Source: an optimization exercise on an open RTL-to-GDS flow (aim: small area and a short achievable clock period). Production flows keep margins and buffers that such runs may drop. No run shown here included a check of the RTL's function; only the layout flow was run. Power figures rest on the tool's default switching activity, not on a simulated workload.

File: design/flow/design.v
module bsm_casement_syn (
    input  wire [288:0] word,
    output wire [15:0]  st,      
    output wire [15:0]  sm,      
    output wire         ss,      
    output wire         dz       
);
    wire [255:0] d = word[255:0];
    reg [15:0] t;
    reg [15:0] m;
    integer    r, c;
    always @* begin
        for (r = 0; r < 16; r = r + 1)
            t[r] = ^d[16*r +: 16];
        for (c = 0; c < 16; c = c + 1) begin
            m[c] = 1'b0;
            for (r = 0; r < 16; r = r + 1)
                m[c] = m[c] ^ d[16*r + c];
        end
    end
    assign st = t ^ word[271:256];
    assign sm = m ^ word[287:272];
    assign ss = (^t) ^ word[288];
    assign dz = ~|d;
endmodule
module bsm_onehot16 (
    input  wire [15:0] x,
    output wire        z,
    output wire        o
);
    wire [3:0] z4, o4;
    genvar g;
    generate
        for (g = 0; g < 4; g = g + 1) begin : grp
            wire a = x[4*g], b = x[4*g+1], c = x[4*g+2], e = x[4*g+3];
            assign z4[g] = ~(a | b | c | e);
            assign o4[g] = ((a ^ b) & ~(c | e)) | ((c ^ e) & ~(a | b));
        end
    endgenerate
    assign z = &z4;
    assign o = (o4[0] & z4[1] & z4[2] & z4[3]) |
               (z4[0] & o4[1] & z4[2] & z4[3]) |
               (z4[0] & z4[1] & o4[2] & z4[3]) |
               (z4[0] & z4[1] & z4[2] & o4[3]);
endmodule
module bsm_casement_dec (
    input  wire [255:0] d,       
    input  wire [15:0]  st,
    input  wire [15:0]  sm,
    input  wire         ss,
    input  wire         dz,
    output wire [255:0] data,    
    output wire [2:0]   cls,     
    output wire         ce,      
    output wire         ue,      
    output wire         poison   
);
    wire zt, ot, zm, om;
    bsm_onehot16 u_t (.x(st), .z(zt), .o(ot));
    bsm_onehot16 u_m (.x(sm), .z(zm), .o(om));
    wire psn       = dz & (&st) & (&sm) & ss;
    wire no_error  = zt & zm & ~ss;
    wire data_err  = ot & om & ss;
    wire check_err = (ot & zm & ~ss) | (zt & om & ~ss) | (zt & zm & ss);
    wire unc       = ~(psn | no_error | data_err | check_err);
    assign cls    = {psn, psn | check_err | unc, data_err | unc};
    assign ce     = data_err | check_err;
    assign ue     = unc;
    assign poison = psn | unc;
    wire [15:0] er = st & {16{ot & ss}};
    wire [15:0] ec = sm & {16{om}};
    genvar k;
    generate
        for (k = 0; k < 256; k = k + 1) begin : fix
            assign data[k] = d[k] ^ (er[k >> 4] & ec[k & 15]);
        end
    endgenerate
endmodule
module bsm_burst_check (
    input  wire         clk,
    input  wire         rst,           
    input  wire         in_valid,
    input  wire [639:0] in_burst,      
    input  wire [47:0]  in_addr,       
    input  wire [13:0]  in_gen,        
    output wire         out_valid,
    output wire [511:0] out_data,      
    output wire [2:0]   out_cls0,      
    output wire [2:0]   out_cls1,      
    output wire [31:0]  out_synd0,     
    output wire [31:0]  out_synd1,     
    output wire [1:0]   out_ss,        
    output wire [1:0]   out_poison,    
    output wire         out_addr_mis,  
    output wire         out_gen_mis,   
    output wire         out_wb,        
    output wire [15:0]  ce_cnt,        
    output wire [15:0]  ue_cnt         
);
    wire [15:0] st0_d, sm0_d, st1_d, sm1_d;
    wire        ss0_d, ss1_d, dz0_d, dz1_d;
    bsm_casement_syn u_syn0 (
        .word (in_burst[288:0]),
        .st (st0_d), .sm (sm0_d), .ss (ss0_d), .dz (dz0_d)
    );
    bsm_casement_syn u_syn1 (
        .word (in_burst[577:289]),
        .st (st1_d), .sm (sm1_d), .ss (ss1_d), .dz (dz1_d)
    );
    reg         r_valid;
    reg [255:0] r_d0, r_d1;
    reg [15:0]  r_st0, r_sm0, r_st1, r_sm1;
    reg         r_ss0, r_ss1, r_dz0, r_dz1;
    reg         r_addr_mis, r_gen_mis;
    reg [15:0]  r_ce, r_ue;      
    always @(posedge clk) begin
        if (rst) begin
            r_valid <= 1'b0;
            r_ce    <= 16'd0;
            r_ue    <= 16'd0;
        end else begin
            r_valid <= in_valid;
            r_ce    <= ce_cnt;
            r_ue    <= ue_cnt;
        end
        r_d0       <= in_burst[255:0];
        r_d1       <= in_burst[544:289];
        r_st0      <= st0_d;
        r_sm0      <= sm0_d;
        r_ss0      <= ss0_d;
        r_dz0      <= dz0_d;
        r_st1      <= st1_d;
        r_sm1      <= sm1_d;
        r_ss1      <= ss1_d;
        r_dz1      <= dz1_d;
        r_addr_mis <= (in_burst[625:578] != in_addr);
        r_gen_mis  <= (in_burst[639:626] != in_gen);
    end
    wire [255:0] data0, data1;
    wire         ce0, ue0, p0, ce1, ue1, p1;
    bsm_casement_dec u_dec0 (
        .d (r_d0), .st (r_st0), .sm (r_sm0), .ss (r_ss0), .dz (r_dz0),
        .data (data0), .cls (out_cls0), .ce (ce0), .ue (ue0), .poison (p0)
    );
    bsm_casement_dec u_dec1 (
        .d (r_d1), .st (r_st1), .sm (r_sm1), .ss (r_ss1), .dz (r_dz1),
        .data (data1), .cls (out_cls1), .ce (ce1), .ue (ue1), .poison (p1)
    );
    wire lintel_ok = ~r_addr_mis & ~r_gen_mis;
    assign out_valid    = r_valid;
    assign out_data     = {data1, data0};
    assign out_synd0    = {r_sm0, r_st0};
    assign out_synd1    = {r_sm1, r_st1};
    assign out_ss       = {r_ss1, r_ss0};
    assign out_poison   = {p1, p0};
    assign out_addr_mis = r_addr_mis;
    assign out_gen_mis  = r_gen_mis;
    assign out_wb       = lintel_ok & (ce0 | ce1);
    wire cnt = r_valid & lintel_ok;
    wire [1:0] ce_inc = {cnt & ce0 & ce1, cnt & (ce0 ^ ce1)};
    wire [1:0] ue_inc = {cnt & ue0 & ue1, cnt & (ue0 ^ ue1)};
    wire [15:0] ce_p1 = (&r_ce)        ? 16'hFFFF : r_ce + 16'd1;
    wire [15:0] ce_p2 = (&r_ce[15:1])  ? 16'hFFFF : r_ce + 16'd2;
    wire [15:0] ue_p1 = (&r_ue)        ? 16'hFFFF : r_ue + 16'd1;
    wire [15:0] ue_p2 = (&r_ue[15:1])  ? 16'hFFFF : r_ue + 16'd2;
    assign ce_cnt = ce_inc[1] ? ce_p2 : ce_inc[0] ? ce_p1 : r_ce;
    assign ue_cnt = ue_inc[1] ? ue_p2 : ue_inc[0] ? ue_p1 : r_ue;
endmodule
File: design/flow/run.sh
#!/bin/bash
# synth_recipe.tcl (not shown) runs the flow's synth.tcl, then flattens the netlist and writes it again
# the make line also repeats each setting of config.mk as NAME=value (left out here)
make -C /OpenROAD-flow-scripts/flow DESIGN_CONFIG=/design/flow/config.mk WORK_HOME=/design/flow/orfs CLKGATE_MAP_FILE= SYNTH_SCRIPT=/design/flow/synth_recipe.tcl finish
File: design/flow/config.mk
export PLATFORM = sky130hd
export DESIGN_NAME = bsm_burst_check
export DESIGN_NICKNAME = bsm_burst_check
export VERILOG_FILES = /design/flow/design.v
export SDC_FILE = /design/flow/constraint.sdc
export NUM_CORES = 4
export LEC_CHECK = 0
export CAP_MARGIN = 20
export CORE_AREA = 5 5 395 395
export DIE_AREA = 0 0 400 400
export SLEW_MARGIN = 20
File: design/flow/constraint.sdc
create_clock -name core_clock -period 10.0 [get_ports {clk}]
set_input_delay 2.0000 -clock core_clock [delete_from_list [all_inputs] [get_ports {clk}]]
set_output_delay 2.0000 -clock core_clock [all_outputs]
set_load 0.01 [all_outputs]
==> results_dict.tcl, run 1 <==
set metrics [dict create \
    clk_pin_slew_ns 0.06 \
    synth-seq-area-share 0.337 \
    r2r-end "r_ce[10]$_SDFF_PP0_" \
    port_buffers 1326 \
    post_cts_resized 0 \
    cp_max_fo 15 \
    critical_path_class "flip-flop to output pin" \
    startpoint_type "flip-flop" \
    cts_buffers 82 \
    arrival_ns 6.11 \
    critPathCaptureType "output pin" \
    multi_input_area_sq_um 21900 \
    wirelength_um 236000 \
    grt_max_degree 37 \
    netlist.area_leader.share 0.337 \
    wire_per_inst_um 31.2 \
    drt_iter0_markers 3646 \
    path_cells "inv_1 -> ha_1 -> a22o_1 -> a22oi_1 -> o22ai_2 -> a22oi_1 -> o21a_1 -> ha_1 -> and3_1 -> nand4_1 -> inv_1 -> o31a_1 -> o21ai_0 -> a22oi_1 -> clkdlybuf4s50_1" \
    finalHoldViolations 0 \
    syn_to_final_growth_pct 51.9 \
    final_max_slew_viol_count 0 \
    maxCapViolCount 0 \
    period_share 0.811 \
    synth_common_cells "xnor2_1 (1016), dfxtp_1 (615), inv_1 (593), xor2_1 (344), nand2_1 (337)" \
    synth_seq_cells 615 \
    cts_setup_buffers 0 \
    coreArea_sq_um 152000 \
    power-per-cell-area_nw_per_um2 187 \
    grt_overflow 0 \
    hold_path_depth 2 \
    clock_latency_ns 0.70 \
    tns_ns 0 \
    irDropWorstVdd_mv 0.142 \
    clockRootBuffer "clkbuf_16" \
    cp_slowest_cell "a22oi_1" \
    netlist_area_sq_um 36600 \
    p_sw_w 0.00382 \
    die_area_sq_um 160000 \
    min_period_ns 8.11 \
    grt_pass1_vias 33900 \
    status "complete, no violations" \
    grt_pass1_wl_um 301000 \
    syn_nets 5114 \
    fin_worst_skew_ns 0.0392 \
    antenna_left 0 \
    clock_sinks 615 \
    ys_warn_count 2 \
    num_vias 34800 \
    seqPwrFrac 0.288 \
    cts_hold_buf 0 \
    cp_common_cell "a22oi_1" \
    place_worst_setup_slack_ns 2.75 \
    synth_cells 4084 \
    worstHoldPathType "flip-flop to flip-flop" \
    drive_gt1_frac 0.0415 \
    slowest_delay_ns 0.61 \
    power.total_w 0.0104 \
    synth.distinct_cells 76 \
    worst_slack_ns 1.89 \
    hold_end "r_ce[12]$_SDFF_PP0_" \
    grtUsageTotal 0.279 \
    hold_start "r_ce[12]$_SDFF_PP0_" \
    io_pins 1327 \
    rsz0062_at_grt "no" \
    h-tree-depth 3 \
    rr_worst_depth 14 \
    rows 143 \
    fillers 15500 \
    synth_flop_cell "dfxtp_1" \
    postSynthAreaPerCell_sq_um 8.95 \
    swShare 0.368 \
    path_buf_inv 3 \
    antenna_found_initial 62 \
    whs_ns 0.518 \
    synth_edf_count 0 \
    combinationalPowerShare 0.393 \
    gp_congestion 1.00 \
    cp_top_family "compound AO/OA/AOI/OAI gates" \
    rrSetupSlack_ns 4.95 \
    regArea_sq_um 12300 \
    worstReg2RegStart "r_sm1[6]$_DFF_P_" \
    start_util 0.241 \
    dp_hpwl_um 203000 \
    viasPerCell 4.59 \
    fmax_mhz 123 \
    setup_viol 0 \
    synthTopCellsByArea "dfxtp_1 (34%), xnor2_1 (24%), ha_1 (11%), xor2_1 (8.2%), inv_1 (6.1%)" \
    cts_tree "built" \
    p_int_w 0.00656 \
    cp.required_ns 8.00 \
    max_slew.worst_pin.slew_ns 1.29 \
    yosysMostFrequentCell "xnor2_1" \
    die_h_um 400 \
    pwr-share-clk 0.319 \
    nets 6482 \
    final_area_sq_um 55500 \
    drc 0 \
    fp.dieW_um 400 \
    slew_headroom 0.137 \
    postPlaceCellArea_sq_um 52500 \
    synthArstFlopShare 0 \
    clock_path_buffers 3 \
    yosysTopAreaCell "dfxtp_1" \
    leakagePower_nw 22.8 \
    drt_pass1_iterations 6 \
]
## metrics by stage
stage,utilization,instances
after global placement,0.347,7398
final,0.367,7576
after detailed placement,0.347,7398
after floorplan,-,4084
after global routing,0.366,7565
after CTS,0.366,7550
## logic make-up (layout without fill, tap and decap cells)
family / after synthesis / in the layout / share of synthesized area
xor gates and xnor gates: 1368 / 1368 / 0.331
and+or+nand+nor: 927 / 927 / 0.115
buffers and inverters: 674 / 2110 / 0.0701
DFF: 615 / 615 / 0.337
adders and majority gates: 325 / 325 / 0.111
AOI/OAI and AO/OA: 171 / 171 / 0.0353
muxes: 4 / 4 / 0.00116
other: 0 / 26 / 0
## sequential cells by signal, summed over array words and instances (netlist names)
signal and cells:
r_addr_mis 1, r_ce 16, r_d0 256, r_d1 256, r_dz0 1, r_dz1 1
r_gen_mis 1, r_sm0 16, r_sm1 16, r_ss0 1, r_ss1 1, r_st0 16
r_st1 16, r_ue 16, r_valid 1
## per-layer routing
metal  vias up  track usage  routed length [um]
met3       317        0.102               28000
met2      1927        0.405               97900
met4        24       0.0812                6920
met1     17000        0.386              103000
li1      15500            -                   -
met5         -            0                 148
## worst register-to-register path: stages (launching register included)
cell	delay, ns
dfxtp_1	0.40
inv_1	0.10
ha_1	0.30
a22o_1	0.24
a22oi_1	0.54
o22ai_2	0.46
a22oi_1	0.61
o21a_1	0.59
ha_1	0.25
and3_1	0.30
nand4_1	0.27
inv_1	0.11
o31a_1	0.27
o2111ai_1	0.20
a221oi_2	0.29
## layout by cell type (no fill, tap or decap), types with 23 or more instances in the layout
cell type and n:
inv_1 593, ha_1 325, nor2_1 300, clkdlybuf4s50_1 1326, xor2_1 344, clkbuf_16 84, xnor2_1 1016, buf_4 39
diode_2 26, nand4_1 96, and2_1 24, nor4_1 23, a21oi_1 24, dfxtp_1 615, nand2_1 337, nand3_1 35
## worst max-delay path by stage
stage,to,start,cells past startpoint
2_1_floorplan,ce_cnt[10],r_sm1[2]$_DFF_P_,16
3_3_place_gp,ce_cnt[3],r_sm1[2]$_DFF_P_,14
3_5_place_dp,ce_cnt[3],r_sm1[6]$_DFF_P_,14
4_1_cts,ce_cnt[3],r_sm1[6]$_DFF_P_,14
5_1_grt,ce_cnt[8],r_sm1[6]$_DFF_P_,15
6_report,ce_cnt[8],r_sm1[6]$_DFF_P_,15
## final cells by class
cell class / instances / area share
diodes: 26 / 0.00117
clock buffers: 108 / 0.0414
clock inverters: 44 / 0.0118
inverters: 593 / 0.0401
multi-input cells: 2795 / 0.394
flip-flops and latches: 615 / 0.222
well taps: 2030 / 0.0457
repair buffers: 1365 / 0.244
## power groups by stage
stage               logic, W  clock network, W  registers [W]
global placement     0.00401                 0        0.00300
detailed placement   0.00397                 0        0.00303
floorplan            0.00195                 0        0.00302
finish               0.00408           0.00330        0.00299
CTS                  0.00401           0.00335        0.00297
global route         0.00423           0.00343        0.00301
==> run 2, diff against run 1 <==
--- a/design/flow/config.mk
+++ b/design/flow/config.mk
@@ -7,5 +7,5 @@
 export LEC_CHECK = 0
 export CAP_MARGIN = 20
-export CORE_AREA = 5 5 395 395
-export DIE_AREA = 0 0 400 400
+export CORE_AREA = 5 5 295 295
+export DIE_AREA = 0 0 300 300
 export SLEW_MARGIN = 20
==> run 2 against run 1 <==
Effect of this change:
- the run now fails in I/O pin placement (3_2_place_iop)
- synthesized cell count unchanged
- synthesized area unchanged
==> results_dict.tcl, run 2 <==
set metrics [dict create \
    postSynthAreaPerCell_sq_um 8.95 \
    start_util 0.438 \
    ys_warn_count 2 \
    synth_common_cells "xnor2_1 (1016), dfxtp_1 (615), inv_1 (593), xor2_1 (344), nand2_1 (337)" \
    synth_cells 4084 \
    rows 106 \
    synth_seq_cells 615 \
    netlist_area_sq_um 36600 \
    synth.distinct_cells 76 \
    toolErrorMsg "[ERROR PPL-0024] Number of IO pins (1327) exceeds maximum number of available positions (1082). Increase the die perimeter from 1200.00um to 1804.72um." \
    synthTopCellsByArea "dfxtp_1 (34%), xnor2_1 (24%), ha_1 (11%), xor2_1 (8.2%), inv_1 (6.1%)" \
    yosysTopAreaCell "dfxtp_1" \
    syn_nets 5114 \
    synth-seq-area-share 0.337 \
    synth_flop_cell "dfxtp_1" \
    synth_edf_count 0 \
    synthArstFlopShare 0 \
    fp.dieW_um 300 \
    status "aborted with a tool error" \
    haltStage "I/O pin placement (3_2_place_iop)" \
    yosysMostFrequentCell "xnor2_1" \
    netlist.area_leader.share 0.337 \
    die_h_um 300 \
]
-- run 2: cell counts after synthesis --
Identical to the previous run, type by type.
-- run 2: cell families after synthesis --
family	share of synthesized area
mux	0.00116
compound gates	0.0353
flops	0.337
fa+ha+maj	0.111
simple gates	0.115
xor+xnor	0.331
buf+inv	0.0701

## what the ideal ports hide
The flow's constraints put no driver on any port. The routed layout listed below was extracted and timed again, unchanged, in two steps.
Step 1 assumes that a clkbuf_16 drives the clock port and a buf_2 every other input.
Step 2 adds t to the input delays and takes it off the output delays; t is the mean of the earliest and latest rising clock arrival at the registers after step 1. Input paths then give back, and output paths get back, about the clock's delay inside the block.
Slacks: no drivers / after step 1 / after step 2; pairs: no drivers / after step 1.
run: run 1
shift t [ns]: 0.766
slack for setup (ns): 1.889 / 1.808 / 2.574
clock arrival spread, ns: 0.040 / 0.040
worst slew at a driven data input, ns: 0.32
After both steps setup and hold are still met in run 1. For run 1, drivers alone change the setup slack by -0.081 ns; drivers and shift together by +0.685 ns.
